This is an optimization exercise on Yosys and OpenROAD, whose aim is small area and a short achievable clock period, not a production implementation. Function was checked by simulation only, so behaviour that the tests miss may differ from the original. No activity file was given, so power comes from the tool's default toggle rates.

== job 7378 ==
==> flow/design.v (excerpt) <==
module fcvtn_unit (
    input  wire         clk,
    input  wire         rst,         
    input  wire         in_valid,
    input  wire [511:0] in_x,        
    input  wire [31:0]  in_ent,      
    input  wire [5:0]   in_rmode,    
    output reg          out_valid,
    output reg  [127:0] out_vd,      
    output reg  [3:0]   out_flags,   
    output reg  [30:0]  out_amax,    
    output reg          out_nan      
);
    reg         v_q;
    reg [511:0] x_q;
    reg [17:0]  ent_q;
    reg [5:0]   rmode_q;
    reg [8:0]   pd_q;
    reg [7:0]   bbn_q;
    wire [8:0]  pd_in;
    fcvtn_predec u_pd (.eb(in_ent[3:1]), .mb(in_ent[6:4]), .pd(pd_in));
    always @(posedge clk) begin
        if (rst)
            v_q <= 1'b0;
        else
            v_q <= in_valid;
        x_q     <= in_x;
        ent_q   <= in_ent[17:0];
        rmode_q <= in_rmode;
        pd_q    <= pd_in;
        bbn_q   <= {in_ent[15], ~in_ent[14:8]};
    end
    wire       sgn  = ent_q[0];
    wire [2:0] eb   = ent_q[3:1];
    wire [2:0] mb   = ent_q[6:4];
    wire [7:0] bias = ent_q[15:8];
    wire [1:0] pol  = ent_q[17:16];
    wire       fiz  = rmode_q[3];
    wire       foz  = rmode_q[4];
    wire       satn = rmode_q[5];
    wire       eb0  = pd_q[7];
    wire       mb0  = pd_q[8];
    wire [2:0] bm1  = pd_q[6:4];
    wire [3:0] bp   = pd_q[3:0];
    wire       pol0 = (pol == 2'd0);
    wire       pol1 = (pol == 2'd1);
    wire       pol2 = (pol == 2'd2);
    wire [7:0] bb    = {~bias[7], bias[6:0]};
    wire [3:0] base  = {1'b0, bm1} + 4'd1;
    wire [7:0] hmask = 8'hFF << base;
    wire [3:0] k     = {3'd0, sgn} + {1'b0, eb} + {1'b0, mb};
    wire [3:0] emb   = {1'b0, eb} + {1'b0, mb};
    wire [8:0] allm9 = (9'd1 << emb) - 9'd1;
    wire [7:0] allm  = allm9[7:0];
    wire [7:0] mone  = 8'd1 << mb;
    wire [7:0] eones = ((8'd1 << eb) - 8'd1) << mb;
    wire [7:0] maxcode = pol0 ? allm : pol1 ? allm - 8'd1 : allm - mone;
    wire [7:0] cnan    = pol1 ? allm : pol2 ? (eones | (8'd1 << (mb - 3'd1))) : 8'd0;
    wire       nsat    = pol1 & ~satn;
    wire [7:0] ova     = pol2 ? eones : nsat ? cnan : maxcode;
    wire       ova_s   = ~nsat;
    wire [7:0] sone    = sgn ? (8'd1 << (k - 4'd1)) : 8'd0;
  ...
clock: 20.0 ns
lec_check: 0
abc_area: 1
cap_margin: 50
core_margin: 2
core_utilization: 25
cts_cluster_diameter: 120
cts_cluster_size: 18
place_density: 0.35
slew_margin: 70
standard.sh (not shown) runs the stock make flow with config.mk's settings and CLKGATE_MAP_FILE= SYNTH_SCRIPT=/design/flow/synth_recipe.tcl, a recipe that flattens the netlist after the stock synthesis.
==> flow/flow/run.sh <==
#!/bin/bash
# Own layout flow: the standard flow (standard.sh) for every step, with
# one change: the buffer that the flow puts on each input and output port is
# sky130_fd_sc_hd__buf_1, the smallest buffer, instead of the cell the flow
# picks by itself (sky130_fd_sc_hd__clkdlybuf4s50_1). Every port still gets
# its own buffer. The make output goes to standard_flow.log; the tools' own
# logs stay under orfs/logs/.
set -euo pipefail
bash standard.sh finish "BUFFER_PORTS_ARGS=-buffer_cell sky130_fd_sc_hd__buf_1" > standard_flow.log 2>&1
Modified inputs, job 1539 compared to job 7378
-- flow/design.v --
<<< job 7378, line 187
    reg [5:0]   rmode_q;
    reg [8:0]   pd_q;
    reg [7:0]   bbn_q;
    wire [8:0]  pd_in;
    fcvtn_predec u_pd (.eb(in_ent[3:1]), .mb(in_ent[6:4]), .pd(pd_in));
>>> job 1539, line 187
    reg [5:0]   rmode_q;
    reg [8:0]   pd_q;
    wire [8:0]  pd_in;
    fcvtn_predec u_pd (.eb(in_ent[3:1]), .mb(in_ent[6:4]), .pd(pd_in));
<<< job 7378, line 199
        rmode_q <= in_rmode;
        pd_q    <= pd_in;
        bbn_q   <= {in_ent[15], ~in_ent[14:8]};
    end
    wire       sgn  = ent_q[0];
>>> job 1539, line 198
        rmode_q <= in_rmode;
        pd_q    <= pd_in;
    end
    wire       sgn  = ent_q[0];
<<< job 7378, line 246
            fcvtn_lane_a u_a (
                .x(x_q[32*i +: 32]), .fiz(fiz), .sgn(sgn), .eb0(eb0), .mb0(mb0), .pol0(pol0),
                .bb(i < 8 ? bb : ~bbn_q), .bm1(bm1), .bp(bp), .hmask(hmask),
                .mid(lmid[18*i +: 18]), .is_nan(lnan[i]), .kill(lkill[i]), .mag(lmag[31*i +: 31])
            );
>>> job 1539, line 244
            fcvtn_lane_a u_a (
                .x(x_q[32*i +: 32]), .fiz(fiz), .sgn(sgn), .eb0(eb0), .mb0(mb0), .pol0(pol0),
                .bb(bb), .bm1(bm1), .bp(bp), .hmask(hmask),
                .mid(lmid[18*i +: 18]), .is_nan(lnan[i]), .kill(lkill[i]), .mag(lmag[31*i +: 31])
            );
Notes after the runs:
Job 1539 has area of all placed cells without fillers above what job 7378 had.
| sequential cell count | higher: job 7378 |
Changes observed in job 1539 relative to job 7378: share of layout cells above drive strength 1 roughly the same; static power due to leakage roughly the same; final wirelength higher; core utilization roughly the same; synthesized cell count roughly the same.

RTL: one of the versions met above, not the one the previous note started from.
Size: roughly 11000 cells after synthesis, roughly 1200 flip-flops, roughly 720 I/O pins, ~70000 um2 of cells after synthesis.
clock: 20.0 ns
lec_check: 0
abc_area: 1
cap_margin: 50
core_margin: 2
core_utilization: 25
cts_cluster_diameter: 120
cts_cluster_size: 18
place_density: 0.35
slew_margin: 70
run.sh (not shown) runs the stock make flow with config.mk's settings and CLKGATE_MAP_FILE= SYNTH_SCRIPT=/design/flow/synth_recipe.tcl, a recipe that flattens the netlist after the stock synthesis.
Stock flow here: none of the scripts above is used.
Next try:
--- a/flow/design.v
+++ b/flow/design.v
@@ -241,55 +241,56 @@
     genvar i;
     generate
         for (i = 0; i < 16; i = i + 1) begin : g_la
             fcvtn_lane_a u_a (
                 .x(x_q[32*i +: 32]), .fiz(fiz), .sgn(sgn), .eb0(eb0), .mb0(mb0), .pol0(pol0),
                 .bb(bb), .bm1(bm1), .bp(bp), .hmask(hmask),
                 .mid(lmid[18*i +: 18]), .is_nan(lnan[i]), .kill(lkill[i]), .mag(lmag[31*i +: 31])
             );
         end
     endgenerate
-    function automatic gtg(input [30:0] a, input [30:0] b);
-        reg [3:0] g, e;
-        integer n, k;
+    function automatic gtp(input [30:0] a, input [30:0] b);
+        reg [30:0] g, e;
+        integer n, w;
         begin
-            for (k = 0; k < 4; k = k + 1) begin
-                g[k] = 1'b0;
-                e[k] = 1'b1;
-                for (n = 8 * k; n < 8 * k + 8 && n < 31; n = n + 1) begin
-                    g[k] = (a[n] & ~b[n]) | ((a[n] | ~b[n]) & g[k]);
-                    e[k] = (a[n] & ~b[n]) | ((a[n] | ~b[n]) & e[k]);
-                end
+            for (n = 0; n < 31; n = n + 1) begin
+                g[n] = a[n] & ~b[n];
+                e[n] = a[n] | ~b[n];
             end
-            gtg = g[3] | (e[3] & (g[2] | (e[2] & (g[1] | (e[1] & g[0])))));
+            for (w = 1; w < 31; w = w * 2)
+                for (n = 0; n + w < 31; n = n + 2 * w) begin
+                    g[n] = g[n+w] | (e[n+w] & g[n]);
+                    e[n] = g[n+w] | (e[n+w] & e[n]);
+                end
+            gtp = g[0];
         end
     endfunction
     wire [247:0] a1v;
     wire [7:0]   a1k;
     wire [123:0] a2v;
     wire [3:0]   a2k;
     generate
         for (i = 0; i < 8; i = i + 1) begin : g_a1
             wire [30:0] va = lmag[31*(2*i) +: 31];
             wire [30:0] vb = lmag[31*(2*i+1) +: 31];
             wire        ka = lkill[2*i];
             wire        kb = lkill[2*i+1];
-            wire        sb = ~kb & (ka | gtg(vb, va));
+            wire        sb = ~kb & (ka | gtp(vb, va));
             assign a1v[31*i +: 31] = sb ? vb : va;
             assign a1k[i] = ka & kb;
         end
         for (i = 0; i < 4; i = i + 1) begin : g_a2
             wire [30:0] va = a1v[31*(2*i) +: 31];
             wire [30:0] vb = a1v[31*(2*i+1) +: 31];
             wire        ka = a1k[2*i];
             wire        kb = a1k[2*i+1];
-            wire        sb = ~kb & (ka | gtg(vb, va));
+            wire        sb = ~kb & (ka | gtp(vb, va));
             assign a2v[31*i +: 31] = sb ? vb : va;
             assign a2k[i] = ka & kb;
         end
     endgenerate
     reg         foz_m, sgn_m, eb0_m, pol2_m, rne_m, rna_m, rup_m, rdn_m, ova_s_m;
     reg [7:0]   maxcode_m, cnan_m, ova_m, sone_m, emask_m;
     always @(posedge clk) begin
         foz_m     <= foz;
         sgn_m     <= sgn;
         eb0_m     <= eb0;
@@ -341,26 +342,26 @@
             flags_all = flags_all | lflags[4*j +: 4];
     end
     wire [61:0]  a3v;
     wire [1:0]   a3k;
     generate
         for (i = 0; i < 2; i = i + 1) begin : g_a3
             wire [30:0] va = a2v_m[31*(2*i) +: 31];
             wire [30:0] vb = a2v_m[31*(2*i+1) +: 31];
             wire        ka = a2k_m[2*i];
             wire        kb = a2k_m[2*i+1];
-            wire        sb = ~kb & (ka | gtg(vb, va));
+            wire        sb = ~kb & (ka | gtp(vb, va));
             assign a3v[31*i +: 31] = sb ? vb : va;
             assign a3k[i] = ka & kb;
         end
     endgenerate
-    wire        sb4  = ~a3k[1] & (a3k[0] | gtg(a3v[61:31], a3v[30:0]));
+    wire        sb4  = ~a3k[1] & (a3k[0] | gtp(a3v[61:31], a3v[30:0]));
     wire [30:0] amax = (a3k[0] & a3k[1]) ? 31'd0 : sb4 ? a3v[61:31] : a3v[30:0];
     always @(posedge clk) begin
         if (rst)
             out_valid <= 1'b0;
         else
             out_valid <= v_m;
         out_vd    <= vd;
         out_flags <= flags_all;
         out_amax  <= amax;
         out_nan   <= nan_m;
What happened: Synthesized cell count came out higher by about a fifth. Total power came out lower by a few percent. Clock-buffer cell count came out higher by 4. Synthesized area came out higher by a few percent. Worst setup slack is worse by 0.10 ns. Die area came out higher by a few percent. Wire length came out higher by a few percent. Fmax came out lower slightly. Utilization came out lower by 0.45 points. Via count came out higher by roughly a tenth.

## static timing again, ports no longer ideal
The results above use ideal ports. As a check the final layouts listed here were re-extracted and re-timed, cells and wires unchanged. Step 1 (the two cells are an assumption about what drives the block):
set clk [get_ports {clk}]
set_driving_cell -lib_cell sky130_fd_sc_hd__clkbuf_16 $clk
set_driving_cell -lib_cell sky130_fd_sc_hd__buf_2 [delete_from_list [all_inputs] $clk]
Step 2 moves the port delays by t, midway between the first and last clock arrival at a register: inputs arrive t later, outputs are due t later. That takes back most of the time a late clock gives input paths. Three values: no drivers, after step 1, after step 2; two values: the first two.
run | t, ns | slack for setup (ns) | hold slack, ns | slew at the worst register clock pin (ns) | worst slew at a driven data input, ns
job 7378 | 0.939 | 14.541 / 14.439 / 14.685 | 0.328 / 0.328 / 0.328 | 0.10 / 0.10 | 0.16
job 1539 | 0.947 | 14.619 / 14.515 / 14.695 | 0.331 / 0.331 / 0.331 | 0.09 / 0.09 | 0.13
the first run of note 2 | 0.939 | 14.235 / 14.134 / 14.478 | 0.330 / 0.330 / 0.330 | 0.11 / 0.11 | 0.14
the second run of note 2 | 0.942 | 14.135 / 14.029 / 14.469 | 0.330 / 0.330 / 0.330 | 0.09 / 0.09 | 0.13
After both steps every run listed still meets setup and hold.
